Source: an optimization exercise on an open RTL-to-GDS flow (aim: small area, a short achievable clock period and few clock cycles per item). Production flows keep margins and buffers that such runs may drop. Where RTL was checked, it was by simulation tests only, not by an equivalence proof against the original. No functional check of the RTL was part of runs 3 and 5. Power figures rest on the tool's default switching activity, not on a simulated workload.

<file path="run.sh">
#!/bin/bash
# synth_recipe.tcl (not shown) runs the flow's synth.tcl, then flattens the netlist and writes it again
# the make line also repeats each setting of config.mk as NAME=value (left out here)
make -C /OpenROAD-flow-scripts/flow DESIGN_CONFIG=/design/flow/config.mk WORK_HOME=/design/flow/orfs CLKGATE_MAP_FILE= SYNTH_SCRIPT=/design/flow/synth_recipe.tcl finish
</file>
<file path="config.mk">
export PLATFORM = sky130hd
export DESIGN_NAME = sfl_rs_dec
export DESIGN_NICKNAME = sfl_rs_dec
export VERILOG_FILES = /design/flow/design.v
export SDC_FILE = /design/flow/constraint.sdc
export NUM_CORES = 4
export LEC_CHECK = 0
export CAP_MARGIN = 10
export CORE_MARGIN = 2
export CORE_UTILIZATION = 30
export CTS_CLUSTER_DIAMETER = 60
export CTS_CLUSTER_SIZE = 30
export PLACE_DENSITY = 0.5
export SETUP_SLACK_MARGIN = 5
export SLEW_MARGIN = 10
export SYNTH_MEMORY_MAX_BITS = 16384
</file>
<file path="constraint.sdc">
create_clock -name core_clock -period 10.0 [get_ports {clk}]
set_input_delay 2.0000 -clock core_clock [delete_from_list [all_inputs] [get_ports {clk}]]
set_output_delay 2.0000 -clock core_clock [all_outputs]
set_load 0.01 [all_outputs]
</file>
<file path="design.v">
module sfl_gf_inv (
    input  wire       clk,
    input  wire [9:0] num,
    input  wire [9:0] den,
    output reg  [9:0] quo
);
    localparam [99:0] TO_C = 100'h257a12ae427b295f90c1ce001;
    localparam [99:0] FR_C = 100'h843cb0d8333b30d8e13a98c01;
    function [9:0] lin;
        input [9:0]  a;
        input [99:0] m;
        reg   [9:0]  p;
        integer i;
        begin
            p = 10'd0;
            for (i = 0; i < 10; i = i + 1)
                if (a[i])
                    p = p ^ m[i*10 +: 10];
            lin = p;
        end
    endfunction
    function [4:0] gf32_mul;
        input [4:0] a;
        input [4:0] b;
        reg   [4:0] p;
        reg   [4:0] x;
        integer i;
        begin
            p = 5'd0;
            x = a;
            for (i = 0; i < 5; i = i + 1) begin
                if (b[i])
                    p = p ^ x;
                x = {x[3:0], 1'b0} ^ (x[4] ? 5'h05 : 5'h00);
            end
            gf32_mul = p;
        end
    endfunction
    localparam [159:0] INV32 = 160'hdd263fd5512a35ee8b0b699e78649663ae9e4820;
    function [4:0] gf32_inv;
        input [4:0] a;
        reg   [4:0] y;
        integer k;
        begin
            y = 5'd0;
            for (k = 1; k < 32; k = k + 1)
                y = y | ({5{a == k}} & INV32[k*5 +: 5]);
            gf32_inv = y;
        end
    endfunction
    reg  [9:0] n0, d0;
    always @(posedge clk) begin
        n0 <= lin(num, TO_C);
        d0 <= lin(den, TO_C);
    end
    reg  [9:0] n1, d1;
    reg  [4:0] q1;
    always @(posedge clk) begin
        n1 <= n0;
        d1 <= d0;
        q1 <= gf32_mul(d0[4:0], d0[4:0]) ^ gf32_mul(d0[4:0], d0[9:5]) ^ gf32_mul(d0[9:5], d0[9:5]);
    end
    reg  [9:0] n2, i2;
    wire [4:0] qi = gf32_inv(q1);
    always @(posedge clk) begin
        n2 <= n1;
        i2 <= {gf32_mul(d1[9:5], qi), gf32_mul(d1[4:0] ^ d1[9:5], qi)};
    end
    wire [4:0] hh = gf32_mul(n2[9:5], i2[9:5]);
    wire [4:0] ll = gf32_mul(n2[4:0], i2[4:0]);
    wire [4:0] mm = gf32_mul(n2[9:5] ^ n2[4:0], i2[9:5] ^ i2[4:0]);
    always @(posedge clk)
        quo <= lin({mm ^ ll, hh ^ ll}, FR_C);
endmodule
module sfl_rs_dec (
    input  wire       clk,
    input  wire       rst,
    input  wire       in_valid,
    output reg        in_ready,
    input  wire [9:0] in_sym,
    input  wire       in_short,
    output reg        err_valid,
    output reg  [9:0] err_pos,
    output wire [9:0] err_val,
    output reg        done,
    output reg        fail,
    output reg  [4:0] nerr
);
    localparam NSYN = 30;
    function [9:0] gf_mul;
        input [9:0] a;
        input [9:0] b;
        reg   [9:0] p;
        reg   [9:0] x;
        integer i;
        begin
            p = 10'd0;
            x = a;
            for (i = 0; i < 10; i = i + 1) begin
                if (b[i])
                    p = p ^ x;
                x = {x[8:0], 1'b0} ^ (x[9] ? 10'h009 : 10'h000);
            end
            gf_mul = p;
        end
    endfunction
    function [9:0] gf_pow;
        input integer e;
        reg   [9:0] p;
        integer i;
        begin
            p = 10'd1;
            for (i = 0; i < e; i = i + 1)
                p = {p[8:0], 1'b0} ^ (p[9] ? 10'h009 : 10'h000);
            gf_pow = p;
        end
    endfunction
    function [9:0] gf_sq;
        input [9:0] a;
        reg   [9:0] p;
        integer i;
        begin
            p = 10'd0;
            for (i = 0; i < 10; i = i + 1)
                if (a[i])
                    p = p ^ gf_pow(2 * i);
            gf_sq = p;
        end
    endfunction
    integer j;
    genvar g;
    reg  [9:0] S [0:NSYN-1];
    reg  [9:0] rcnt;             
    reg        rfirst;           
    reg        r_short;          
    reg        sfull;            
    reg        s_short;          
    reg  [9:0] sym_r;            
    reg        v_r, f_r, l_r;
    wire       accept   = in_valid & in_ready;
    wire       r_last   = ~rfirst & (rcnt == (r_short ? 10'd230 : 10'd543));
    wire       last_acc = accept & r_last;
    reg        sI, sN, sD, sF, sG, sU, sO, sW;
    wire       kes_idle = sI;
    reg        xfer;             
    wire [9:0] syn_next [0:NSYN-1];
    generate
        for (g = 0; g < NSYN; g = g + 1) begin : g_syn
            localparam [9:0] AJ = gf_pow(g);
            assign syn_next[g] = (f_r ? 10'd0 : gf_mul(S[g], AJ)) ^ sym_r;
        end
    endgenerate
    always @(posedge clk) begin
        sym_r <= in_sym;
        f_r   <= rfirst;
        l_r   <= r_last;
        if (v_r)
            for (j = 0; j < NSYN; j = j + 1)
                S[j] <= syn_next[j];
        if (v_r & l_r)
            s_short <= r_short;
    end
    reg [299:0] s_flat;
    always @(*) for (j = 0; j < NSYN; j = j + 1) s_flat[j*10 +: 10] = S[j];
    wire szero = ~|s_flat;
    reg  [9:0] sc  [0:NSYN-1];   
    reg  [9:0] lam [0:15];       
    reg  [9:0] bs  [0:15];       
    reg  [9:0] opa_r [0:3];      
    reg  [9:0] posr [0:3];       
    reg  [9:0] acc;              
    reg  [9:0] betr;             
    reg  [9:0] f;                
    reg  [9:0] om_r;             
    reg  [9:0] carry;
    reg  [9:0] sa_r, sb_r;       
    reg  [3:0] ch_k;             
    reg  [4:0] L;
    reg  [4:0] kr;               
    reg  [1:0] kc;               
    reg        chg;
    reg        k_short;
    reg        szero_r;
    reg        sc_en;            
    reg        sc_rot, sc_clr;   
    reg  [1:0] ph;               
    reg  [1:0] phn;              
    wire [4:0] kw = kr - 5'd1;   
    wire [9:0] mul_out [0:3];
    wire [9:0] lam_new [0:3];
    wire [9:0] xsel    [0:3];
    wire [9:0] bs_new  [0:3];
    generate
        for (g = 0; g < 4; g = g + 1) begin : g_lane
            assign mul_out[g] = gf_mul(opa_r[g], posr[g]);
            assign lam_new[g] = sU ? (lam[g] ^ mul_out[g]) :
                                sN ? {9'd0, ph == 2'd0 && g == 0} : lam[g];
            assign xsel[g]    = chg ? lam[g] : bs[g];
            wire [9:0] xprev  = (g != 0) ? xsel[(g == 0) ? 0 : g - 1] :
                                (ph == 2'd0) ? 10'd0 :
                                (kc == 2'd0) ? (chg ? lam[15] : bs[15]) : carry;
            wire [9:0] om_wr  = (sO && (kr != 5'd0) && (ph == kw[3:2]) && (kw[1:0] == g)) ? om_r : bs[g];
            assign bs_new[g]  = sU ? xprev :
                                sN ? {9'd0, ph == 2'd0 && g == 1} : om_wr;
        end
    endgenerate
    wire [9:0] dsum = mul_out[0] ^ mul_out[1] ^ mul_out[2] ^ mul_out[3] ^ ((kc == 2'd0) ? 10'd0 : acc);
    wire       pre_bs  = sG | (sU && kc != 2'd3);
    wire       pre_f   = sU && kc != 2'd3;
    reg  [9:0] sc0 [0:3];
    always @(*) begin
        for (j = 0; j < 4; j = j + 1) begin
            case (phn)
                2'd0:    sc0[j] = sc[j];
                2'd1:    sc0[j] = sc[4 + j];
                2'd2:    sc0[j] = sc[8 + j];
                default: sc0[j] = sc[12 + j];
            endcase
        end
    end
    wire       in_chain = (ch_k != 4'd0);
    wire [9:0] smul     = gf_mul(sa_r, sb_r);
    wire       chg_n    = (acc != 10'd0) && ({L, 1'b0} <= {1'b0, kr});
    wire       chien_busy;
    reg        ld;               
    wire       c_drain;          
    wire       ld_start = sW & ~chien_busy & ~c_drain & ~ld & (ph == 2'd3);
    always @(posedge clk) begin
        if (rst) begin
            {sI, sN, sD, sF, sG, sU, sO, sW} <= 8'b10000000;
            ch_k   <= 4'd0;
            ld     <= 1'b0;
            sc_rot <= 1'b0;
            sc_clr <= 1'b0;
        end else begin
            ld     <= ld_start;
            sc_rot <= (sD | sO) && kc == 2'd1;
            sc_clr <= sD && kc == 2'd1 && kr == 5'd29;
            if (!sG && in_chain) begin
                sa_r <= gf_sq(smul);
                ch_k <= ch_k - 4'd1;
                if (ch_k == 4'd1)
                    betr <= smul;
            end
            if (xfer) begin
                L       <= 5'd0;
                kr      <= 5'd0;
                kc      <= 2'd0;
                betr    <= 10'd1;
                k_short <= s_short;
                szero_r <= szero;
                sI      <= 1'b0;
                sN      <= 1'b1;
            end
            if (sN) begin
                kc <= kc + 2'd1;
                if (kc == 2'd3) begin
                    sN <= 1'b0;
                    sD <= 1'b1;
                end
            end
            if (sD) begin
                acc <= dsum;
                kc  <= kc + 2'd1;
                if (szero_r) begin
                    sD <= 1'b0;
                    sW <= 1'b1;
                end else if (kc == 2'd3) begin
                    sD <= 1'b0;
                    sF <= 1'b1;
                end
            end
            if (sF) begin
                sa_r <= acc;
                sb_r <= gf_sq(betr);
                sF   <= 1'b0;
                sG   <= 1'b1;
            end
            if (sG) begin
                f     <= smul;
                carry <= 10'd0;
                chg   <= chg_n;
                if (chg_n) begin
                    L    <= kr + 5'd1 - L;
                    sa_r <= gf_sq(acc);
                    sb_r <= acc;
                    ch_k <= 4'd8;
                end
                sG <= 1'b0;
                sU <= 1'b1;
            end
            if (sU) begin
                carry <= xsel[3];
                kc    <= kc + 2'd1;
                if (kc == 2'd3) begin
                    sU <= 1'b0;
                    if (kr == 5'd29) begin
                        kr <= 5'd0;
                        sO <= 1'b1;
                    end else begin
                        kr <= kr + 5'd1;
                        sD <= 1'b1;
                    end
                end
            end
            if (sO) begin
                acc <= dsum;
                kc  <= kc + 2'd1;
                if (kc == 2'd3) begin
                    om_r <= dsum;
                    kr   <= kr + 5'd1;
                    if (kr == 5'd15) begin
                        sO <= 1'b0;
                        sW <= 1'b1;
                    end
                end
            end
            if (ld) begin
                sW <= 1'b0;
                sI <= 1'b1;
            end
        end
    end
    always @(posedge clk) begin
        if (sc_en) begin
            if (xfer)
                for (j = 0; j < NSYN; j = j + 1)
                    sc[j] <= S[(NSYN - j) % NSYN];
            else begin
                sc[0] <= sc[NSYN-1];
                for (j = 1; j < NSYN; j = j + 1)
                    sc[j] <= (sc_clr && j < 16) ? 10'd0 : sc[j-1];
            end
        end
        if (xfer) begin
            ph  <= 2'd0;
            phn <= 2'd1;
        end else begin
            ph  <= ph + 2'd1;
            phn <= phn + 2'd1;
        end
        for (j = 0; j < 4; j = j + 1) begin
            if (sG)
                posr[j] <= smul;
            else if (pre_f)
                posr[j] <= f;
            else
                posr[j] <= sc0[j];
            opa_r[j] <= pre_bs ? bs[4+j] : lam[4+j];
        end
        for (j = 0; j < 12; j = j + 1) begin
            lam[j] <= lam[j+4];
            bs[j]  <= bs[j+4];
        end
        for (j = 0; j < 4; j = j + 1) begin
            lam[12+j] <= lam_new[j];
            bs[12+j]  <= bs_new[j];
        end
    end
    wire sfull_n  = (v_r & l_r) | (sfull & ~xfer);       
    wire sI_n     = (sI & ~xfer) | ld;
    wire xfer_n   = sfull_n & sI_n;
    wire sfull_nn = last_acc | (sfull_n & ~xfer_n);      
    wire sI_nn    = (sI_n & ~xfer_n) | ld_start;
    wire rfirst_n = accept ? r_last : rfirst;
    always @(posedge clk) begin
        if (rst) begin
            rcnt     <= 10'd0;
            rfirst   <= 1'b1;
            sfull    <= 1'b0;
            xfer     <= 1'b0;
            sc_en    <= 1'b0;
            v_r      <= 1'b0;
            in_ready <= 1'b1;
        end else begin
            v_r      <= accept;
            sfull    <= sfull_n;
            xfer     <= xfer_n;
            sc_en    <= xfer_n | ((sD | sO) && kc == 2'd1);
            in_ready <= ~rfirst_n | ~(sfull_nn & ~sI_nn);
            if (accept) begin
                if (rfirst)
                    r_short <= in_short;
                if (r_last) begin
                    rcnt   <= 10'd0;
                    rfirst <= 1'b1;
                end else begin
                    rcnt   <= rcnt + 10'd1;
                    rfirst <= 1'b0;
                end
            end
        end
    end
    reg  [9:0] R [0:15];
    reg  [9:0] Q [1:15];
    reg        c_act;            
    reg  [9:0] c_pos;            
    reg  [4:0] c_rem;            
    reg  [4:0] c_L;
    reg        c_bad;            
    assign chien_busy = c_act;
    reg [9:0] lsum, osum, odd;
    always @(*) begin
        odd  = 10'd0;
        lsum = 10'd0;
        osum = 10'd0;
        for (j = 0; j < 16; j = j + 1) begin
            lsum = lsum ^ R[j];
            if (j % 2 == 0)
                odd = odd ^ R[j];
        end
        for (j = 1; j < 16; j = j + 1)
            osum = osum ^ Q[j];
    end
    always @(posedge clk)
        if (ld)
            R[0] <= lam[15];
    generate
        for (g = 1; g < 16; g = g + 1) begin : g_rq
            localparam [9:0] AK = gf_pow(g);
            always @(posedge clk) begin
                R[g] <= ld ? ((g == 15) ? 10'd1 : lam[15-g]) : gf_mul(R[g], AK);
                Q[g] <= ld ? bs[15-g] : gf_mul(Q[g], AK);
            end
        end
    endgenerate
    wire hit  = c_act & (lsum == 10'd0) & ~c_bad;
    wire c_ok = (c_rem == 5'd0) | (hit & (c_rem == 5'd1));
    wire term = c_act & (c_ok | (c_pos == 10'd0) | c_bad);
    reg  c_fail;
    reg        h2, d2, h3, d3, h4, d4;
    assign c_drain = d2 | d3 | d4;
    sfl_gf_inv u_div (.clk(clk), .num(osum), .den(odd), .quo(err_val));
    always @(posedge clk) begin
        if (rst) begin
            c_act     <= 1'b0;
            h2        <= 1'b0;
            d2        <= 1'b0;
            h3        <= 1'b0;
            d3        <= 1'b0;
            h4        <= 1'b0;
            d4        <= 1'b0;
            err_valid <= 1'b0;
            done      <= 1'b0;
        end else begin
            if (ld) begin
                c_act <= 1'b1;
                c_pos <= k_short ? 10'd230 : 10'd543;
                c_rem <= L;
                c_L   <= L;
                c_bad <= (L > 5'd15);
            end else begin
                c_pos <= c_pos - 10'd1;
                if (hit)
                    c_rem <= c_rem - 5'd1;
                if (term) begin
                    c_act  <= 1'b0;
                    c_fail <= ~c_ok;
                end
            end
            h2 <= hit;
            d2 <= term;
            h3 <= h2;
            d3 <= d2;
            h4 <= h3;
            d4 <= d3;
            err_valid <= h4;
            done      <= d4;
        end
        fail    <= c_fail;
        nerr    <= c_L;
        err_pos <= c_pos + 10'd3;
    end
endmodule
</file>
==> results of run 1 <==
==> metrics by stage <==
step,hold slack (ns),utilization
after floorplan,0.310,-
after global placement,0.310,0.315
after detailed placement,0.312,0.315
after CTS,0.310,0.332
after global routing,0.331,0.332
final,0.302,0.332
==> power by group through the flow <==
stage / combinational (uW) / sequential, uW / clock, uW
after floorplan: 13500 / 9250 / 0
after global placement: 15600 / 10300 / 0
after detailed placement: 15700 / 10300 / 0
after CTS: 15800 / 10200 / 5480
after global routing: 17200 / 10300 / 5710
final: 15600 / 10200 / 5360
==> logic make-up (layout without fill, tap and decap cells) <==
logic type               count (synthesis)  count (layout)  synth area share
AO/OA/AOI/OAI                          921             921            0.0798
XOR/XNOR                              1973            1973             0.229
adder cells (fa/ha/maj)                 38              38           0.00628
buffers and inverters                  573             385            0.0283
flip-flops                            1565            1565             0.501
multiplexers                           406             406            0.0573
other                                    0               6                 0
AND/OR/NAND/NOR                       1735            1735            0.0980
==> sequential cells by signal, indices dropped and copies added (netlist names), 40 cells and up <==
| register | cells |
|---|---|
| Q | 150 |
| lam | 160 |
| S | 300 |
| R | 160 |
| opa_r | 40 |
| posr | 40 |
| bs | 160 |
| sc | 300 |
==> cell usage in the layout, fill, tap and decap left out, types with 28 or more instances in the layout <==
cell type	synthesis	layout
xnor2_1	1328	1328
nand2_1	904	904
dfxtp_1	846	831
edfxtp_1	719	719
xor2_1	615	615
nor2_1	413	410
o21ai_0	353	353
mux2_2	275	275
a22o_1	170	170
mux2i_1	131	131
nand2b_1	124	123
clkbuf_16	0	122
a21oi_1	87	87
nor4_1	87	86
o22ai_1	66	66
inv_1	64	63
buf_4	1	55
nor2b_1	45	45
nand3_1	44	44
a222oi_1	43	43
clkdlybuf4s50_1	0	41
ha_1	37	36
a21o_1	33	33
a22oi_1	32	32
nand4_1	28	28
o211ai_1	28	28
==> path summary, 6_finish.rpt <==
check | endpoint | slack, ns | cells after the start
hold reg to reg | bs[4][4] | 0.30 | 0
setup reg to reg | c_rem[3] | 6.41 | 7
hold / removal | bs[4][4] | 0.30 | 0
setup / recovery | in_ready | 6.22 | 1
==> cell type report <==
type,instances,area share
tap,3366,0.0498
multi-input combinational,5073,0.429
clock inverter,92,0.0151
inverter,65,0.00289
clock buffer,130,0.0367
sequential,1565,0.456
timing repair buffer,98,0.0100
antenna,6,0.000178
==> metal layers <==
layer  vias to the layer above  share of wire  GRT usage
met4                         2          0.034     0.0555
met3                       295          0.046     0.0203
met5                         -       0.000030          0
met2                      1335           0.46      0.281
li1                      23800              -          -
met1                     25000           0.46      0.242
==> reports/results.tsv, run 1 <==
stage	metric	value	unit
outcome	status	complete, no violations	
synth	largest cells by area after synthesis	edfxtp_1 28%, dfxtp_1 22%, xnor2_1 15%	
worst_setup_path	Slowest-stage cell, CP	clkdlybuf4s50_1	
power	maximum VDD drop	0.570	mV
routing	vias per cell	4.85	
synth	Distinct cells, synth	82	
cts	Skew-Pair Late Insertion Delay	0.82	ns
worst_setup_path	startpoint class of the critical path	register	
worst_setup_path	Worst setup startpoint	in_ready	
worst_setup_path	worst-path maximum fanout	3	
cells_and_area	Layout Area Growth over Synthesis	9.87	%
cts	Clock Pin Slew Worst Setup and Hold Paths	0.10	ns
min_path	worst hold path startpoint	bs[8][4]	
routing	Routed WL	232000	microns
routing	DR iter-0 viols	4962	
cts	Post-CTS Hold Buffers	0	
worst_setup_path	Critical Path RT	8.00	ns
timing	Tmin final	3.78	ns
worst_setup_path	slowest stage delay, CP	0.60	ns
timing	Sum Neg Setup Slack	0	ns
timing	Final Max Tran Viols	0	
power	P_sw	12300	uW
cts	Max H-tree Level	3	
synth	Yosys top cell area share	0.281	
synth	Syn Std Cell Area	76900	sq um
timing	period utilization	0.378	
cts	TritonCTS clock tree	done	
floorplanning	core area	255000	sq um
worst_setup_path	cell family with the largest share of critical-path delay	buffers and inverters	
routing	drt drc	0	
grt	largest net degree at the start of global routing	146	
synth	Post-Syn Instances	7211	
power	Clock Power Share	0.172	
cts	Max Buffers Root-to-Sink	3	
cells_and_area	fin cells	10400	
power	P_int	18800	uW
routing	vias	50400	
grt	antenna violations before repair	12	
floorplanning	width of the die	510	microns
placement	Placed Area	80100	sq um
cts	Num Clock Sinks	1565	
timing	relative slew slack	0.278	
routing	drt wl/cell	22.3	microns
synth	syn_area_per_cell	10.7	sq um
timing	final setup violating endpoints	0	
timing	setup repair after global routing missed its margin	false	
floorplanning	die footprint	260000	sq um
min_path	Min-Delay Path Class	register to register	
synth	leading cell types by count after synthesis	1328 x xnor2_1, 904 x nand2_1, 846 x dfxtp_1	
power	Final Total Pwr	31100	uW
cts	Root Buffer	clkbuf_16	
synth	top-count cell post-synth	xnor2_1	
placement	PortBufs	42	
placement	dpl ws	5.74	ns
placement	Placed Cells	10200	
cts	number of CTS-inserted buffers	116	
cts	CTS resizes	0	
cells_and_area	register area	38600	sq um
cells_and_area	post-route cell area	84500	sq um
synth	synthesized flop and latch total	1565	
worst_setup_path	crit path buf inv count	1	
timing	Worst Skew	0.0466	ns
power	leakage	0.0294	uW
grt	GRT Resource Usage Total	0.174	
floorplanning	row count	185	
grt	total gr overflow	0	
power	pwr dens	368	nW/um^2
cells_and_area	ratio of cells with drive above 1 in the final layout	0.0854	
timing	worst-margin pin slew	1.07	ns
synth	Ys Warns	11	
timing	fmax	0.264	GHz
worst_setup_path	Crit Path Class	register to output pin	
worst_setup_path	critical path arrival	1.78	ns
floorplanning	Die Height	510	microns
routing	Initial DRT Pass Iterations	6	
power	Combinational Power Share	0.501	
synth	FFs w/ async S/R, synth	0	
grt	first-pass GRT wire length	340000	microns
synth	Main synth FF type	dfxtp_1	
cells_and_area	NumNets Final	6971	
synth	EDFF count, synth	719	
power	Sw Share	0.396	
power	Reg power frac	0.327	
floorplanning	Initial Util	0.302	
cells_and_area	area of the multi-input gates	36300	sq um
floorplanning	Ports	43	
timing	final worst slack	6.22	ns
synth	top cell type by total area after synthesis	edfxtp_1	
worst_setup_path	Worst R2R Start	R[12][7]	
placement	Final Wtd Congestion	0.915	
cts	setup bufs post-CTS	0	
synth	Post-Syn Nets	7263	
flow_run	max-cap viol count	0	
worst_setup_path	critical path cell sequence	clkdlybuf4s50_1	
synth	sequential share of the synthesized area	0.501	
cells_and_area	# fillers	25600	
placement	DP HPWL	163000	microns
routing	antenna-violating nets left	0	
worst_setup_path	critical path capture point type	output pin	
grt	vias in the first global route	48800	
timing	Final Hold Viols	0	
Testbench counts, summed over its fixed seeds: cycles 105,239, codewords 192.
==> run 2, diff against run 1 <==
--- a/config.mk
+++ b/config.mk
@@ -6,5 +6,5 @@
 export NUM_CORES = 4
 export LEC_CHECK = 0
-export CAP_MARGIN = 10
+export CAP_MARGIN = 0
 export CORE_MARGIN = 2
 export CORE_UTILIZATION = 30
@@ -13,4 +13,4 @@
 export PLACE_DENSITY = 0.5
 export SETUP_SLACK_MARGIN = 5
-export SLEW_MARGIN = 10
+export SLEW_MARGIN = 0
 export SYNTH_MEMORY_MAX_BITS = 16384
==> reports/results.tsv, run 2 <==
stage	metric	value	unit	change
worst_setup_path	critical path arrival	1.78	ns	about the same
synth	top cell type by total area after synthesis	edfxtp_1		unchanged
cells_and_area	register area	38600	sq um	unchanged
timing	setup repair after global routing missed its margin	false		unchanged
worst_setup_path	Critical Path RT	8.00	ns	about the same
grt	first-pass GRT wire length	340000	microns	unchanged
synth	largest cells by area after synthesis	edfxtp_1 28%, dfxtp_1 22%, xnor2_1 15%		unchanged
floorplanning	width of the die	510	microns	unchanged
power	Clock Power Share	0.172		about the same
floorplanning	core area	255000	sq um	unchanged
cts	Max H-tree Level	3		unchanged
outcome	status	complete, no violations		unchanged
power	P_sw	12300	uW	unchanged
worst_setup_path	crit path buf inv count	1		unchanged
power	Combinational Power Share	0.501		about the same
floorplanning	die footprint	260000	sq um	unchanged
grt	GRT Resource Usage Total	0.174		unchanged
floorplanning	Initial Util	0.302		unchanged
routing	vias per cell	4.85		unchanged
synth	EDFF count, synth	719		unchanged
synth	Post-Syn Instances	7211		unchanged
synth	Ys Warns	11		unchanged
floorplanning	Die Height	510	microns	unchanged
worst_setup_path	critical path capture point type	output pin		unchanged
timing	worst-margin pin slew	1.07	ns	unchanged
synth	leading cell types by count after synthesis	1328 x xnor2_1, 904 x nand2_1, 846 x dfxtp_1		unchanged
min_path	Min-Delay Path Class	register to register		unchanged
routing	Initial DRT Pass Iterations	6		unchanged
grt	antenna violations before repair	12		unchanged
power	P_int	18800	uW	unchanged
cells_and_area	Layout Area Growth over Synthesis	9.87	%	unchanged
cts	Post-CTS Hold Buffers	0		unchanged
floorplanning	row count	185		unchanged
power	maximum VDD drop	0.570	mV	unchanged
cts	Clock Pin Slew Worst Setup and Hold Paths	0.10	ns	about the same
cts	setup bufs post-CTS	0		unchanged
flow_run	max-cap viol count	0		unchanged
power	Reg power frac	0.327		about the same
cells_and_area	area of the multi-input gates	36300	sq um	unchanged
grt	vias in the first global route	48800		unchanged
cts	Root Buffer	clkbuf_16		unchanged
power	leakage	0.0294	uW	unchanged
synth	FFs w/ async S/R, synth	0		unchanged
cells_and_area	ratio of cells with drive above 1 in the final layout	0.0854		unchanged
timing	final setup violating endpoints	0		unchanged
synth	Yosys top cell area share	0.281		unchanged
placement	DP HPWL	163000	microns	unchanged
cells_and_area	NumNets Final	6971		unchanged
routing	antenna-violating nets left	0		unchanged
worst_setup_path	startpoint class of the critical path	register		unchanged
power	Sw Share	0.396		unchanged
cts	Skew-Pair Late Insertion Delay	0.82	ns	about the same
synth	Syn Std Cell Area	76900	sq um	unchanged
routing	Routed WL	232000	microns	unchanged
placement	Final Wtd Congestion	0.915		unchanged
timing	Sum Neg Setup Slack	0	ns	unchanged
power	pwr dens	368	nW/um^2	unchanged
cts	number of CTS-inserted buffers	116		unchanged
timing	fmax	0.264	GHz	unchanged
cells_and_area	most frequent cells in the layout	1328 x xnor2_1, 904 x nand2_1, 831 x dfxtp_1		unchanged
synth	top-count cell post-synth	xnor2_1		unchanged
synth	sequential share of the synthesized area	0.501		unchanged
placement	PortBufs	42		unchanged
cts	Num Clock Sinks	1565		unchanged
synth	Post-Syn Nets	7263		unchanged
routing	drt drc	0		unchanged
worst_setup_path	slowest stage delay, CP	0.60	ns	about the same
worst_setup_path	critical path cell sequence	clkdlybuf4s50_1		unchanged
timing	WHS	0.302	ns	unchanged
worst_setup_path	Crit Path Class	register to output pin		unchanged
grt	largest net degree at the start of global routing	146		unchanged
synth	Distinct cells, synth	82		unchanged
cells_and_area	biggest regs	S (300), sc (300)		unchanged
cts	CTS resizes	0		unchanged
cts	Max Buffers Root-to-Sink	3		unchanged
timing	relative slew slack	0.278		unchanged
timing	period utilization	0.378		unchanged
routing	vias	50400		unchanged
timing	Final Hold Viols	0		unchanged
timing	Worst Skew	0.0466	ns	unchanged
routing	DR iter-0 viols	4962		unchanged
cells_and_area	most common library cell in the layout ignoring fill and taps	xnor2_1		unchanged
worst_setup_path	Slowest-stage cell, CP	clkdlybuf4s50_1		unchanged
synth	syn_area_per_cell	10.7	sq um	unchanged
timing	Final Max Tran Viols	0		unchanged
routing	drt wl/cell	22.3	microns	unchanged
cts	TritonCTS clock tree	done		unchanged
grt	total gr overflow	0		unchanged
cells_and_area	# fillers	25600		unchanged
synth	synthesized flop and latch total	1565		unchanged
timing	Tmin final	3.78	ns	unchanged
worst_setup_path	worst-path maximum fanout	3		unchanged
worst_setup_path	cell family with the largest share of critical-path delay	buffers and inverters		unchanged
synth	Main synth FF type	dfxtp_1		unchanged
floorplanning	Ports	43		unchanged
-- run 2: cells by family (layout without fill, tap and decap cells) --
family | Yosys count | count (layout) | synth area share
mux | 406 | 406 | 0.0573
fa+ha+maj | 38 | 38 | 0.00628
buf+inv | 573 | 385 | 0.0283
other cells | 0 | 6 | 0
flops | 1565 | 1565 | 0.501
simple gates | 1735 | 1735 | 0.0980
compound gates | 921 | 921 | 0.0798
xor+xnor | 1973 | 1973 | 0.229
-- run 2: area by class of cell --
type	count	area share
flip-flops and latches	1565	0.456
inverters	65	0.00289
clock inverters	92	0.0151
clock buffers	130	0.0367
multi-input cells	5073	0.429
repair buffers	98	0.0100
diodes	6	0.000178
well taps	3366	0.0498
-- run 2: power by group through the flow --
stage	registers [uW]	clock network (uW)	logic, uW
after detailed placement	10300	0	15700
after global placement	10300	0	15600
after floorplan	9250	0	13500
after global routing	10300	5710	17200
after CTS	10200	5480	15800
final	10200	5360	15600
-- run 2: through the flow --
stage                     total power, uW  std cells  worst slack (ns)   util  instance area (sq um)
after global placement              25900      10200              5.81  0.315                  80100
after global routing                33200      10400              6.06  0.332                  84500
after floorplan                     22700       7211              5.19      -                  76900
final                               31100      10400              6.22  0.332                  84500
after CTS                           31500      10400              6.07  0.332                  84500
after detailed placement            26000      10200              5.74  0.315                  80100
-- run 2: worst paths after layout --
check	from	endpoint	slack (ns)	cells after the start
setup / recovery	in_ready	in_ready	6.22	1
hold / removal	bs[8][4]	bs[4][4]	0.30	0
setup reg to reg	R[12][7]	c_rem[3]	6.41	7
hold reg to reg	bs[8][4]	bs[4][4]	0.30	0
-- run 2: metal layers --
layer,global-route usage,part of all wire,up-vias
li1,-,-,23800
met1,0.242,0.46,25000
met2,0.281,0.46,1335
met3,0.0203,0.046,295
met4,0.0555,0.034,2
met5,0,0.000030,-
==> run 3, diff against run 2 <==
--- a/design.v
+++ b/design.v
@@ -180,4 +180,5 @@
     reg  [1:0] kc;               
     reg        chg;
+    reg        shft;             
     reg        k_short;
     reg        szero_r;
@@ -196,10 +197,10 @@
             assign lam_new[g] = sU ? (lam[g] ^ mul_out[g]) :
                                 sN ? {9'd0, ph == 2'd0 && g == 0} : lam[g];
-            assign xsel[g]    = chg ? lam[g] : bs[g];
+            assign xsel[g]    = (sU & chg) ? lam[g] : bs[g];
             wire [9:0] xprev  = (g != 0) ? xsel[(g == 0) ? 0 : g - 1] :
                                 (ph == 2'd0) ? 10'd0 :
-                                (kc == 2'd0) ? (chg ? lam[15] : bs[15]) : carry;
+                                (kc == 2'd0) ? ((sU & chg) ? lam[15] : bs[15]) : carry;
             wire [9:0] om_wr  = (sO && (kr != 5'd0) && (ph == kw[3:2]) && (kw[1:0] == g)) ? om_r : bs[g];
-            assign bs_new[g]  = sU ? xprev :
+            assign bs_new[g]  = (sU | (sD & shft)) ? xprev :
                                 sN ? {9'd0, ph == 2'd0 && g == 1} : om_wr;
         end
@@ -250,4 +251,5 @@
                 k_short <= s_short;
                 szero_r <= szero;
+                shft    <= 1'b0;
                 sI      <= 1'b0;
                 sN      <= 1'b1;
@@ -261,6 +263,9 @@
             end
             if (sD) begin
-                acc <= dsum;
-                kc  <= kc + 2'd1;
+                acc   <= dsum;
+                kc    <= kc + 2'd1;
+                carry <= xsel[3];
+                if (kc == 2'd3)
+                    shft <= 1'b0;
                 if (szero_r) begin
                     sD <= 1'b0;
@@ -275,5 +280,14 @@
                 sb_r <= gf_sq(betr);
                 sF   <= 1'b0;
-                sG   <= 1'b1;
+                if (acc != 10'd0)
+                    sG <= 1'b1;
+                else if (kr == 5'd29) begin
+                    kr <= 5'd0;
+                    sO <= 1'b1;
+                end else begin
+                    kr   <= kr + 5'd1;
+                    shft <= 1'b1;
+                    sD   <= 1'b1;
+                end
             end
             if (sG) begin
--- a/config.mk
+++ b/config.mk
@@ -6,5 +6,5 @@
 export NUM_CORES = 4
 export LEC_CHECK = 0
-export CAP_MARGIN = 0
+export CAP_MARGIN = 10
 export CORE_MARGIN = 2
 export CORE_UTILIZATION = 30
@@ -13,4 +13,4 @@
 export PLACE_DENSITY = 0.5
 export SETUP_SLACK_MARGIN = 5
-export SLEW_MARGIN = 0
+export SLEW_MARGIN = 10
 export SYNTH_MEMORY_MAX_BITS = 16384
==> reports/results.tsv, run 3 <==
stage	metric	value	unit	change
worst_setup_path	WP depth	1		unchanged
cells_and_area	ratio of cells with drive above 1 in the final layout	0.0872		was 0.0854
synth	Yosys top cell area share	0.281		about the same
cts	Max H-tree Level	4		was 3
floorplanning	Ports	43		unchanged
synth	largest cells by area after synthesis	edfxtp_1 28%, dfxtp_1 22%, xnor2_1 15%		unchanged
worst_setup_path	Slowest-stage cell, CP	clkdlybuf4s50_1		unchanged
routing	DR iter-0 viols	5169		was 4962
placement	dpl ws	6.18	ns	was 5.74 ns
placement	Final Wtd Congestion	0.897		was 0.915
grt	first-pass GRT wire length	343000	microns	was 340000 microns
timing	fmax	0.257	GHz	was 0.264 GHz
power	maximum VDD drop	1.09	mV	was 0.570 mV
power	Clock Power Share	0.180		was 0.172
routing	vias	50600		was 50400
worst_setup_path	startpoint class of the critical path	register		unchanged
worst_setup_path	flop-to-flop setup slack	6.27	ns	was 6.41 ns
synth	EDFF count, synth	720		was 719
synth	syn_area_per_cell	10.6	sq um	was 10.7 sq um
routing	Routed WL	234000	microns	was 232000 microns
cts	Num Clock Sinks	1566		was 1565
cells_and_area	biggest regs	S (300), sc (300)		unchanged
floorplanning	core area	254000	sq um	was 255000 sq um
cts	Max Buffers Root-to-Sink	3		unchanged
worst_setup_path	Crit Path Class	register to output pin		unchanged
cells_and_area	area of the multi-input gates	36200	sq um	was 36300 sq um
worst_setup_path	critical path arrival	1.88	ns	was 1.78 ns
timing	setup repair after global routing missed its margin	false		unchanged
grt	GRT Resource Usage Total	0.177		was 0.174
cts	setup bufs post-CTS	0		unchanged
synth	leading cell types by count after synthesis	1325 x xnor2_1, 950 x nand2_1, 846 x dfxtp_1		was 1328 x xnor2_1, 904 x nand2_1, 846 x dfxtp_1
cts	TritonCTS clock tree	done		unchanged
worst_setup_path	critical path cell sequence	clkdlybuf4s50_1		unchanged
cells_and_area	fin util	0.334		was 0.332
power	Combinational Power Share	0.503		was 0.501
cells_and_area	NumNets Final	7018		was 6971
synth	Distinct cells, synth	75		was 82
synth	top-count cell post-synth	xnor2_1		unchanged
cells_and_area	register area	38600	sq um	about the same
worst_setup_path	Worst R2R Start	sa_r[9]		was R[12][7]
cts	Skew-Pair Late Insertion Delay	0.84	ns	was 0.82 ns
flow_run	max-cap viol count	0		unchanged
grt	vias in the first global route	49700		was 48800
timing	period utilization	0.388		was 0.378
cts	Clock Pin Slew Worst Setup and Hold Paths	0.10	ns	about the same
cts	Post-CTS Hold Buffers	0		unchanged
synth	top cell type by total area after synthesis	edfxtp_1		unchanged
cells_and_area	most common library cell in the layout ignoring fill and taps	xnor2_1		unchanged
cts	number of CTS-inserted buffers	131		was 116
power	Reg power frac	0.317		was 0.327
grt	antenna violations before repair	6		was 12
routing	drt wl/cell	22.4	microns	was 22.3 microns
power	pwr dens	384	nW/um^2	was 368 nW/um^2
timing	Tmin final	3.88	ns	was 3.78 ns
floorplanning	Die Height	510	microns	about the same
worst_setup_path	crit path buf inv count	1		unchanged
cts	CTS resizes	0		unchanged
timing	worst-margin pin slew	1.23	ns	was 1.07 ns
placement	PortBufs	42		unchanged
routing	Initial DRT Pass Iterations	9		was 6
timing	relative slew slack	0.177		was 0.278
synth	synthesized flop and latch total	1566		was 1565
worst_setup_path	Critical Path RT	8.00	ns	about the same
routing	antenna-violating nets left	0		unchanged
timing	final setup violating endpoints	0		unchanged
routing	drt drc	0		unchanged
floorplanning	die footprint	260000	sq um	about the same
worst_setup_path	cell family with the largest share of critical-path delay	buffers and inverters		unchanged
floorplanning	width of the die	510	microns	about the same
timing	Final Max Tran Viols	0		unchanged
timing	Final Hold Viols	0		unchanged
placement	DP HPWL	165000	microns	was 163000 microns
timing	final worst slack	6.12	ns	was 6.22 ns
min_path	Min-Delay Path Class	register to register		unchanged
synth	FFs w/ async S/R, synth	0		unchanged
floorplanning	row count	185		unchanged
power	Sw Share	0.396		about the same
grt	total gr overflow	0		unchanged
worst_setup_path	worst-path maximum fanout	3		unchanged
power	P_sw	12900	uW	was 12300 uW
worst_setup_path	slowest stage delay, CP	0.59	ns	was 0.60 ns
worst_setup_path	reg2reg end	posr[1][3]		was c_rem[3]
synth	Main synth FF type	dfxtp_1		unchanged
synth	Post-Syn Instances	7240		was 7211
power	P_int	19700	uW	was 18800 uW
timing	Worst Skew	0.0573	ns	was 0.0466 ns
cells_and_area	most frequent cells in the layout	1325 x xnor2_1, 949 x nand2_1, 831 x dfxtp_1		was 1328 x xnor2_1, 904 x nand2_1, 831 x dfxtp_1
synth	Syn Std Cell Area	76900	sq um	about the same
synth	Post-Syn Nets	7292		was 7263
worst_setup_path	CP endpoint	in_ready		unchanged
synth	sequential share of the synthesized area	0.502		was 0.501
worst_setup_path	Worst setup startpoint	in_ready		unchanged
cells_and_area	Layout Area Growth over Synthesis	10.6	%	was 9.87%
cts	Root Buffer	clkbuf_16		unchanged
worst_setup_path	critical path capture point type	output pin		unchanged
grt	largest net degree at the start of global routing	197		was 146
routing	vias per cell	4.84		was 4.85
worst_setup_path	reg2reg path depth	8		was 7
floorplanning	Initial Util	0.302		about the same
outcome	status	complete, no violations		unchanged
power	leakage	0.0296	uW	was 0.0294 uW
timing	Sum Neg Setup Slack	0	ns	unchanged
cells_and_area	# fillers	25600		about the same
synth	Ys Warns	11		unchanged
-- run 3: cell types whose count changed after synthesis, moves of 7 or more --
cell / change
xor2_1: +13
a21oi_1: +41
a21o_1: -8
nand2_1: +46
a22o_1: -7
nand2b_1: -16
buf_1: -10
mux2i_1: -24
o211ai_1: -12
o22ai_1: +10
-- run 3: worst min-delay path by stage --
| stage | startpoint | to | cells past startpoint |
|---|---|---|---|
| floorplan | u_div.n0[0] | u_div.n1[0] | 0 |
| global route | bs[8][8] | bs[4][8] | 0 |
| CTS | bs[8][8] | bs[4][8] | 0 |
| detailed placement | u_div.n0[5] | u_div.n1[5] | 0 |
| finish | bs[8][8] | bs[4][8] | 0 |
| global placement | u_div.n1[0] | u_div.n2[0] | 0 |
-- run 3: metal layers --
layer / global-route usage / vias to the layer above / wire, microns
li1: - / 23900 / -
met1: 0.244 / 25000 / 107000
met2: 0.283 / 1372 / 108000
met3: 0.0216 / 312 / 11100
met4: 0.0647 / 2 / 8760
met5: 0 / - / 7
-- run 3: stage by stage --
stage | hold WS, ns | instances | instance area (sq um) | power [uW]
after floorplan | 0.310 | 7240 | 76900 | 23400
after global placement | 0.314 | 10200 | 80100 | 27000
after detailed placement | 0.312 | 10200 | 80100 | 27100
after CTS | 0.317 | 10400 | 85000 | 33000
after global routing | 0.326 | 10400 | 85000 | 34800
final | 0.316 | 10400 | 85000 | 32600
-- run 3: power groups by stage --
stage                     registers, uW  clock network [uW]  logic [uW]
after detailed placement          10500                   0       16600
after global routing              10500                6230       18100
after global placement            10500                   0       16500
after CTS                         10400                6000       16700
final                             10400                5870       16400
after floorplan                    9350                   0       14000
-- run 3: final cells by class --
cell class                 count  share of cell area
clock buffer                 146              0.0407
inverter                      72             0.00318
timing repair buffer          93             0.00998
multi-input combinational   5102               0.425
antenna                        8            0.000236
clock inverter                96              0.0170
sequential                  1566               0.454
tap                         3366              0.0495
-- run 3: kinds of logic (layout without fill, tap and decap cells) --
logic type | after synthesis | count (layout) | synth area share
xor gates and xnor gates | 1981 | 1981 | 0.230
adders and majority gates | 38 | 38 | 0.00628
and+or+nand+nor | 1766 | 1766 | 0.0993
other | 0 | 8 | 0
DFF | 1566 | 1566 | 0.502
muxes | 384 | 384 | 0.0545
buffers and inverters | 572 | 407 | 0.0285
AOI/OAI and AO/OA | 933 | 933 | 0.0797
==> run 4, diff against run 3 <==
--- a/design.v
+++ b/design.v
@@ -138,5 +138,6 @@
     reg  [9:0] sym_r;            
     reg        v_r, f_r, l_r;
-    wire       accept   = in_valid & in_ready;
+    reg        r_blk;
+    wire       accept   = in_valid & ~r_blk;
     wire       r_last   = ~rfirst & (rcnt == (r_short ? 10'd230 : 10'd543));
     wire       last_acc = accept & r_last;
@@ -387,4 +388,5 @@
             v_r      <= 1'b0;
             in_ready <= 1'b1;
+            r_blk    <= 1'b0;
         end else begin
             v_r      <= accept;
@@ -393,4 +395,5 @@
             sc_en    <= xfer_n | ((sD | sO) && kc == 2'd1);
             in_ready <= ~rfirst_n | ~(sfull_nn & ~sI_nn);
+            r_blk    <= rfirst_n & sfull_nn & ~sI_nn;
             if (accept) begin
                 if (rfirst)
==> reports/results.tsv, run 4 <==
stage	metric	value	unit	change
synth	Syn Std Cell Area	77000	sq um	was 76900 sq um
power	pwr dens	376	nW/um^2	was 384 nW/um^2
routing	vias per cell	4.86		was 4.84
worst_setup_path	reg2reg end	acc[4]		was posr[1][3]
cells_and_area	most common library cell in the layout ignoring fill and taps	xnor2_1		unchanged
synth	largest cells by area after synthesis	edfxtp_1 28%, dfxtp_1 22%, xnor2_1 15%		unchanged
timing	setup repair after global routing missed its margin	false		unchanged
floorplanning	Ports	43		unchanged
synth	Compound-Gate Fraction of Synth Area	0.0804		was 0.0797
placement	dpl ws	6.31	ns	was 6.18 ns
timing	Final Max Tran Viols	0		unchanged
grt	met3 Resource Use GR	0.0204		was 0.0216
timing	Tmin final	3.77	ns	was 3.88 ns
placement	Final Wtd Congestion	0.879		was 0.897
synth	Post-Syn Instances	7227		was 7240
outcome	status	complete, no violations		unchanged
worst_setup_path	crit path buf inv count	1		unchanged
synth	Distinct cells, synth	77		was 75
timing	relative slew slack	0.223		was 0.177
worst_setup_path	slowest stage delay, CP	0.56	ns	was 0.59 ns
power	Reg power frac	0.324		was 0.317
min_path	worst hold path startpoint	u_div.n1[4]		was bs[8][8]
grt	first-pass GRT wire length	345000	microns	was 343000 microns
floorplanning	core area	255000	sq um	was 254000 sq um
synth	synthesized flop and latch total	1567		was 1566
floorplanning	die footprint	261000	sq um	was 260000 sq um
grt	vias in the first global route	49700		about the same
timing	Worst Skew	0.0940	ns	was 0.0573 ns
timing	Final Hold Viols	0		unchanged
cells_and_area	Layout Area Growth over Synthesis	10.0	%	was 10.6%
floorplanning	Die Height	511	microns	was 510 microns
worst_setup_path	critical path cell sequence	clkdlybuf4s50_1		unchanged
worst_setup_path	flop-to-flop setup slack	6.45	ns	was 6.27 ns
timing	fmax	0.265	GHz	was 0.257 GHz
cts	CTS resizes	0		unchanged
grt	GRT busiest layer	met2		unchanged
cts	number of CTS-inserted buffers	119		was 131
timing	worst-margin pin slew	1.17	ns	was 1.23 ns
synth	post-synthesis mux area share	0.0551		was 0.0545
synth	main combinational cell family by area after synthesis	XOR/XNOR gates		unchanged
routing	Routed WL	235000	microns	was 234000 microns
grt	GRT Resource Usage Total	0.177		about the same
grt	M1 GR Usage	0.241		was 0.244
routing	Initial DRT Pass Iterations	7		was 9
synth	Yosys top cell area share	0.281		about the same
synth	top-count cell post-synth	xnor2_1		unchanged
cts	setup bufs post-CTS	0		unchanged
worst_setup_path	Slowest-stage cell, CP	clkdlybuf4s50_1		unchanged
synth	sequential share of the synthesized area	0.501		was 0.502
timing	final setup violating endpoints	0		unchanged
cells_and_area	ratio of cells with drive above 1 in the final layout	0.0848		was 0.0872
power	leakage	0.0294	uW	was 0.0296 uW
min_path	Hold EP	u_div.n2[4]		was bs[4][8]
synth	Ys Warns	11		unchanged
worst_setup_path	Worst R2R Start	opa_r[1][9]		was sa_r[9]
worst_setup_path	worst-path maximum fanout	1		was 3
grt	largest net degree at the start of global routing	238		was 197
cts	Max Buffers Root-to-Sink	3		unchanged
worst_setup_path	reg2reg path depth	8		unchanged
timing	final worst slack	6.23	ns	was 6.12 ns
synth	Adder-Cell Fraction of Synth Area	0.00627		was 0.00628
routing	DR iter-0 viols	4829		was 5169
synth	leading cell types by count after synthesis	1329 x xnor2_1, 953 x nand2_1, 847 x dfxtp_1		was 1325 x xnor2_1, 950 x nand2_1, 846 x dfxtp_1
cells_and_area	most frequent cells in the layout	1329 x xnor2_1, 952 x nand2_1, 832 x dfxtp_1		was 1325 x xnor2_1, 949 x nand2_1, 831 x dfxtp_1
cts	Num Clock Sinks	1567		was 1566
worst_setup_path	Crit Path Class	register to output pin		unchanged
power	Combinational Power Share	0.506		was 0.503
placement	PortBufs	42		unchanged
synth	FFs w/ async S/R, synth	0		unchanged
cts	Skew-Pair Late Insertion Delay	0.83	ns	was 0.84 ns
worst_setup_path	cell family with the largest share of critical-path delay	buffers and inverters		unchanged
synth	syn_area_per_cell	10.7	sq um	was 10.6 sq um
grt	total gr overflow	0		unchanged
power	maximum VDD drop	0.658	mV	was 1.09 mV
timing	period utilization	0.377		was 0.388
routing	drt drc	0		unchanged
min_path	Min-Delay Path Class	register to register		unchanged
grt	met2 Usage GRT	0.291		was 0.283
floorplanning	width of the die	511	microns	was 510 microns
routing	vias	50600		about the same
worst_setup_path	critical path capture point type	output pin		unchanged
cts	Root Buffer	clkbuf_16		unchanged
worst_setup_path	startpoint class of the critical path	register		unchanged
routing	antenna-violating nets left	0		unchanged
synth	Main synth FF type	dfxtp_1		unchanged
floorplanning	Initial Util	0.302		about the same
synth	Synth Area in Simple Gates	0.0977		was 0.0993
cts	Max H-tree Level	3		was 4
worst_setup_path	Critical Path RT	8.00	ns	about the same
power	P_int	19000	uW	was 19700 uW
cts	Post-CTS Hold Buffers	0		unchanged
min_path	WHS Path Cells	0		unchanged
floorplanning	row count	185		unchanged
worst_setup_path	critical path arrival	1.77	ns	was 1.88 ns
cts	TritonCTS clock tree	done		unchanged
placement	DP HPWL	165000	microns	about the same
cells_and_area	NumNets Final	6996		was 7018
routing	drt wl/cell	22.5	microns	was 22.4 microns
synth	Post-Syn Nets	7279		was 7292
synth	post-synthesis xor/xnor area fraction	0.231		was 0.230
cells_and_area	biggest regs	S (300), sc (300)		unchanged
synth	EDFF count, synth	720		unchanged
power	P_sw	12900	uW	about the same
grt	antenna violations before repair	9		was 6
timing	Sum Neg Setup Slack	0	ns	unchanged
synth	top cell type by total area after synthesis	edfxtp_1		unchanged
cts	Clock Pin Slew Worst Setup and Hold Paths	0.09	ns	was 0.10 ns
flow_run	max-cap viol count	0		unchanged
power	Sw Share	0.404		was 0.396
cells_and_area	# fillers	25700		was 25600
timing	WHS	0.330	ns	was 0.316 ns
power	Clock Power Share	0.170		was 0.180
-- run 4: layer usage --
metal | vias up | wire length, microns
li1 | 23900 | -
met5 | - | 0
met4 | 0 | 7630
met1 | 25100 | 106000
met2 | 1385 | 111000
met3 | 308 | 10800
-- run 4: cells by family after synthesis --
kind of cell               after synthesis
xor gates and xnor gates              1991
buffers and inverters                  570
DFF                                   1567
adders and majority gates               38
AOI/OAI and AO/OA                      927
and+or+nand+nor                       1745
muxes                                  389
-- run 4: worst max-delay path by stage --
| stage | from | endpoint | cells past startpoint |
|---|---|---|---|
| floorplan | v_r | in_ready | 4 |
| global placement | in_valid | rcnt[9] | 7 |
| detailed placement | in_valid | rcnt[9] | 7 |
| CTS | in_ready | in_ready | 1 |
| global route | in_ready | in_ready | 1 |
| finish | in_ready | in_ready | 1 |
-- run 4: area by class of cell --
class / count / area, sq um / area share
Inverter: 73 / 274 / 0.00324
Antenna cell: 6 / 15.0 / 0.000177
Clock buffer: 128 / 3080 / 0.0363
Multi-Input combinational cell: 5090 / 36200 / 0.428
Tap cell: 3366 / 4210 / 0.0497
Clock inverter: 99 / 1410 / 0.0167
Timing Repair Buffer: 93 / 861 / 0.0102
Sequential cell: 1567 / 38600 / 0.456
-- run 4: worst reg2reg max path, stage by stage (launching register included) --
cell	delay (ns)
dfxtp_1	0.74
o22a_1	0.25
nor2_1	0.03
a2111oi_0	0.54
xnor2_1	0.16
xnor2_1	0.17
xnor2_1	0.73
xnor3_1	0.49
xnor2_1	0.26
-- run 4: per-stage QoR --
step | power, uW | utilization | area, sq um | instances
after floorplan | 23100 | - | 77000 | 7227
after global placement | 26500 | 0.315 | 80200 | 10200
after detailed placement | 26700 | 0.315 | 80200 | 10200
after CTS | 32200 | 0.333 | 84700 | 10400
after global routing | 34000 | 0.333 | 84700 | 10400
final | 31900 | 0.333 | 84700 | 10400
-- run 4: power by group through the flow --
stage,sequential (uW),combinational [uW],clock (uW)
3_3_place_gp,10400,16100,0
5_1_grt,10500,17800,5790
2_1_floorplan,9340,13700,0
3_5_place_dp,10500,16300,0
4_1_cts,10300,16400,5550
6_report,10300,16100,5420
Testbench counts of run 4, summed over its fixed seeds: cycles 104,499, codewords 192.
==> run 5, diff against run 4 <==
--- a/design.v
+++ b/design.v
@@ -189,4 +189,5 @@
     reg  [1:0] phn;              
     wire [4:0] kw = kr - 5'd1;   
+    wire       o_last = (kr == L);
     wire [9:0] mul_out [0:3];
     wire [9:0] lam_new [0:3];
@@ -202,5 +203,6 @@
                                 (ph == 2'd0) ? 10'd0 :
                                 (kc == 2'd0) ? ((sU & chg) ? lam[15] : bs[15]) : carry;
-            wire [9:0] om_wr  = (sO && (kr != 5'd0) && (ph == kw[3:2]) && (kw[1:0] == g)) ? om_r : bs[g];
+            wire [9:0] om_wr  = (sO && (kr != 5'd0) && (ph == kw[3:2]) && (kw[1:0] == g)) ? om_r :
+                                (sO && o_last && ({1'b0, ph, 2'd0} + g >= L)) ? 10'd0 : bs[g];
             assign bs_new[g]  = (sU | (sD & shft)) ? xprev :
                                 sN ? {9'd0, ph == 2'd0 && g == 1} : om_wr;
@@ -285,5 +287,6 @@
                 else if (kr == 5'd29) begin
                     kr <= 5'd0;
-                    sO <= 1'b1;
+                    if (L > 5'd15) sW <= 1'b1;
+                    else           sO <= 1'b1;
                 end else begin
                     kr   <= kr + 5'd1;
@@ -312,5 +315,6 @@
                     if (kr == 5'd29) begin
                         kr <= 5'd0;
-                        sO <= 1'b1;
+                        if (L > 5'd15) sW <= 1'b1;
+                        else           sO <= 1'b1;
                     end else begin
                         kr <= kr + 5'd1;
@@ -325,5 +329,5 @@
                     om_r <= dsum;
                     kr   <= kr + 5'd1;
-                    if (kr == 5'd15) begin
+                    if (o_last) begin
                         sO <= 1'b0;
                         sW <= 1'b1;
==> reports/results.tsv, run 5 <==
stage	metric	value	unit	change
outcome	status	complete, no violations		unchanged
worst_setup_path	flop-to-flop setup slack	6.36	ns	was 6.45 ns
synth	Distinct cells, synth	86		was 77
synth	post-synthesis xor/xnor area fraction	0.228		was 0.231
power	pwr dens	379	nW/um^2	was 376 nW/um^2
grt	largest net degree at the start of global routing	191		was 238
routing	DR iter-0 viols	5188		was 4829
timing	Sum Neg Setup Slack	0	ns	unchanged
cts	number of CTS-inserted buffers	142		was 119
timing	Final Max Tran Viols	0		unchanged
timing	Final Hold Viols	0		unchanged
synth	FFs w/ async S/R, synth	0		unchanged
routing	Routed WL	239000	microns	was 235000 microns
routing	vias per cell	4.92		was 4.86
synth	Post-Syn Instances	7282		was 7227
flow_run	max-cap viol count	0		unchanged
worst_setup_path	critical path arrival	1.90	ns	was 1.77 ns
min_path	Hold EP	u_div.n1[6]		was u_div.n2[4]
floorplanning	row count	186		was 185
cts	Max H-tree Level	4		was 3
cells_and_area	post-route cell area	85500	sq um	was 84700 sq um
worst_setup_path	Worst R2R Start	opa_r[1][9]		unchanged
cts	Num Clock Sinks	1567		unchanged
placement	Final Wtd Congestion	0.899		was 0.879
routing	vias	51800		was 50600
synth	EDFF count, synth	720		unchanged
cts	Skew-Pair Late Insertion Delay	0.89	ns	was 0.83 ns
routing	drt wl/cell	22.8	microns	was 22.5 microns
placement	Placed Area	80400	sq um	was 80200 sq um
grt	antenna violations before repair	14		was 9
synth	Ys Warns	11		unchanged
cells_and_area	NumNets Final	7078		was 6996
min_path	WHS Path Cells	0		unchanged
worst_setup_path	startpoint class of the critical path	register		unchanged
cells_and_area	Layout Area Growth over Synthesis	10.8	%	was 10.0%
floorplanning	core area	256000	sq um	was 255000 sq um
grt	total gr overflow	0		unchanged
worst_setup_path	worst-path maximum fanout	1		unchanged
cts	TritonCTS clock tree	done		unchanged
routing	antenna-violating nets left	0		unchanged
grt	vias in the first global route	50500		was 49700
floorplanning	Ports	43		unchanged
synth	top-count cell post-synth	xnor2_1		unchanged
worst_setup_path	Critical Path RT	8.00	ns	about the same
synth	Adder-Cell Fraction of Synth Area	0.00658		was 0.00627
power	maximum VDD drop	0.664	mV	was 0.658 mV
floorplanning	die footprint	261000	sq um	about the same
worst_setup_path	critical path capture point type	output pin		unchanged
cts	setup bufs post-CTS	0		unchanged
timing	setup repair after global routing missed its margin	false		unchanged
cts	Root Buffer	clkbuf_16		unchanged
timing	period utilization	0.390		was 0.377
worst_setup_path	cell family with the largest share of critical-path delay	buffers and inverters		unchanged
cells_and_area	biggest regs	S (300), sc (300)		unchanged
grt	GRT Resource Usage Total	0.178		was 0.177
cts	Clock Pin Slew Worst Setup and Hold Paths	0.09	ns	about the same
timing	final setup violating endpoints	0		unchanged
timing	Tmin final	3.90	ns	was 3.77 ns
synth	Synth Area in Simple Gates	0.0993		was 0.0977
synth	post-synthesis mux area share	0.0496		was 0.0551
synth	leading cell types by count after synthesis	1337 x xnor2_1, 932 x nand2_1, 847 x dfxtp_1		was 1329 x xnor2_1, 953 x nand2_1, 847 x dfxtp_1
worst_setup_path	crit path buf inv count	1		unchanged
synth	Compound-Gate Fraction of Synth Area	0.0863		was 0.0804
timing	worst-margin pin slew	1.21	ns	was 1.17 ns
placement	PortBufs	42		unchanged
synth	syn_area_per_cell	10.6	sq um	was 10.7 sq um
cells_and_area	fin cells	10500		was 10400
synth	Syn Std Cell Area	77200	sq um	was 77000 sq um
cts	Max Buffers Root-to-Sink	4		was 3
synth	sequential share of the synthesized area	0.500		was 0.501
min_path	Min-Delay Path Class	register to register		unchanged
synth	synthesized flop and latch total	1567		unchanged
floorplanning	Die Height	511	microns	about the same
cts	CTS resizes	0		unchanged
synth	top cell type by total area after synthesis	edfxtp_1		unchanged
synth	Yosys top cell area share	0.280		was 0.281
grt	first-pass GRT wire length	351000	microns	was 345000 microns
power	leakage	0.0293	uW	was 0.0294 uW
floorplanning	Initial Util	0.301		was 0.302
cts	Post-CTS Hold Buffers	0		unchanged
worst_setup_path	slowest stage delay, CP	0.62	ns	was 0.56 ns
synth	Main synth FF type	dfxtp_1		unchanged
worst_setup_path	critical path cell sequence	clkdlybuf4s50_1		unchanged
worst_setup_path	WP depth	1		unchanged
placement	Placed Cells	10300		was 10200
worst_setup_path	Crit Path Class	register to output pin		unchanged
routing	drt drc	0		unchanged
timing	fmax	0.256	GHz	was 0.265 GHz
synth	Post-Syn Nets	7336		was 7279
timing	relative slew slack	0.185		was 0.223
routing	Initial DRT Pass Iterations	9		was 7
cells_and_area	most common library cell in the layout ignoring fill and taps	xnor2_1		unchanged
power	Final Total Pwr	32400	uW	was 31900 uW
synth	largest cells by area after synthesis	edfxtp_1 28%, dfxtp_1 22%, xnor2_1 15%		unchanged
synth	main combinational cell family by area after synthesis	XOR/XNOR gates		unchanged
worst_setup_path	reg2reg path depth	8		unchanged
min_path	worst hold path startpoint	u_div.n0[6]		was u_div.n1[4]
floorplanning	width of the die	511	microns	about the same
placement	DP HPWL	168000	microns	was 165000 microns
cells_and_area	most frequent cells in the layout	1337 x xnor2_1, 931 x nand2_1, 832 x dfxtp_1		was 1329 x xnor2_1, 952 x nand2_1, 832 x dfxtp_1
worst_setup_path	reg2reg end	acc[4]		unchanged
worst_setup_path	Slowest-stage cell, CP	clkdlybuf4s50_1		unchanged
cells_and_area	ratio of cells with drive above 1 in the final layout	0.0894		was 0.0848
timing	Worst Skew	0.113	ns	was 0.0940 ns
## run 5: cell count changes in the layout (fill, tap and decap cells not counted), sizes merged, moves of 20 or more
cell and delta:
a22oi +45, mux2i -40, clkbuf +27, nor2 +24, a21oi +22, nand2 -21
xor2 -20
## run 5: cells by family (layout without fill, tap and decap cells)
| group | after synthesis | in the layout |
|---|---|---|
| buffers and inverters | 583 | 429 |
| multiplexers | 348 | 348 |
| flip-flops | 1567 | 1567 |
| AND/OR/NAND/NOR | 1767 | 1767 |
| AO/OA/AOI/OAI | 1003 | 1003 |
| adder cells (fa/ha/maj) | 40 | 40 |
| other | 0 | 9 |
| XOR/XNOR | 1974 | 1974 |
## run 5: final cells by class
class	count	area, sq um
Sequential cell	1567	38600
Multi-Input combinational cell	5132	36300
Inverter	75	282
Antenna cell	9	22.5
Timing Repair Buffer	106	933
Clock buffer	155	3740
Tap cell	3384	4230
Fill cell	25700	171000
Clock inverter	93	1350
## run 5: layer usage
layer	global-route usage	part of all wire
met4	0.0557	0.033
met1	0.246	0.45
met2	0.286	0.46
met3	0.0226	0.054
met5	0	0.00011
## run 5: how the worst max path moves through the flow
stage	to	startpoint
floorplan	in_ready	v_r
global placement	rcnt[9]	in_valid
detailed placement	rfirst	rst
CTS	in_ready	in_ready
global route	in_ready	in_ready
finish	in_ready	in_ready
## run 5: report_power, final
group          switching, uW  leakage (uW)  internal (uW)
Clock                   2930       0.00243           3070
Sequential              1850        0.0137           8370
Combinational           7920        0.0132           8300
## run 5: stage by stage
stage | setup WS (ns) | hold WS, ns | util
floorplan | 5.08 | 0.310 | -
global placement | 6.15 | 0.311 | 0.314
detailed placement | 6.15 | 0.312 | 0.314
CTS | 6.00 | 0.305 | 0.334
global route | 6.02 | 0.313 | 0.334
finish | 6.10 | 0.310 | 0.334

==> separate check: timing with driven ports <==
In the flow no input, the clock included, has a driving cell. The finished layouts below were timed again as built, in two steps.
Step 1, drivers: a clkbuf_16 drives clk and a buf_2 each remaining input, both assumed.
Step 2, shift: input delay + t, output delay - t, t = (earliest + latest rising clock arrival at the registers) / 2. This alone moves slack from input paths to output paths.
a / b / c = ideal / step 1 / step 2; a / b = the first two.
run | t, ns | setup slack, ns | worst slew at a driven data input, ns
run 1 | 0.887 | 6.218 / 6.127 / 5.778 | 0.09
run 2 | 0.887 | 6.218 / 6.127 / 5.778 | 0.09
run 3 | 0.901 | 6.115 / 6.023 / 6.212 | 0.07
run 4 | 0.876 | 6.231 / 6.140 / 6.293 | 0.07
run 5 | 0.930 | 6.099 / 6.005 / 6.150 | 0.06
After both steps every run listed still meets setup and hold.
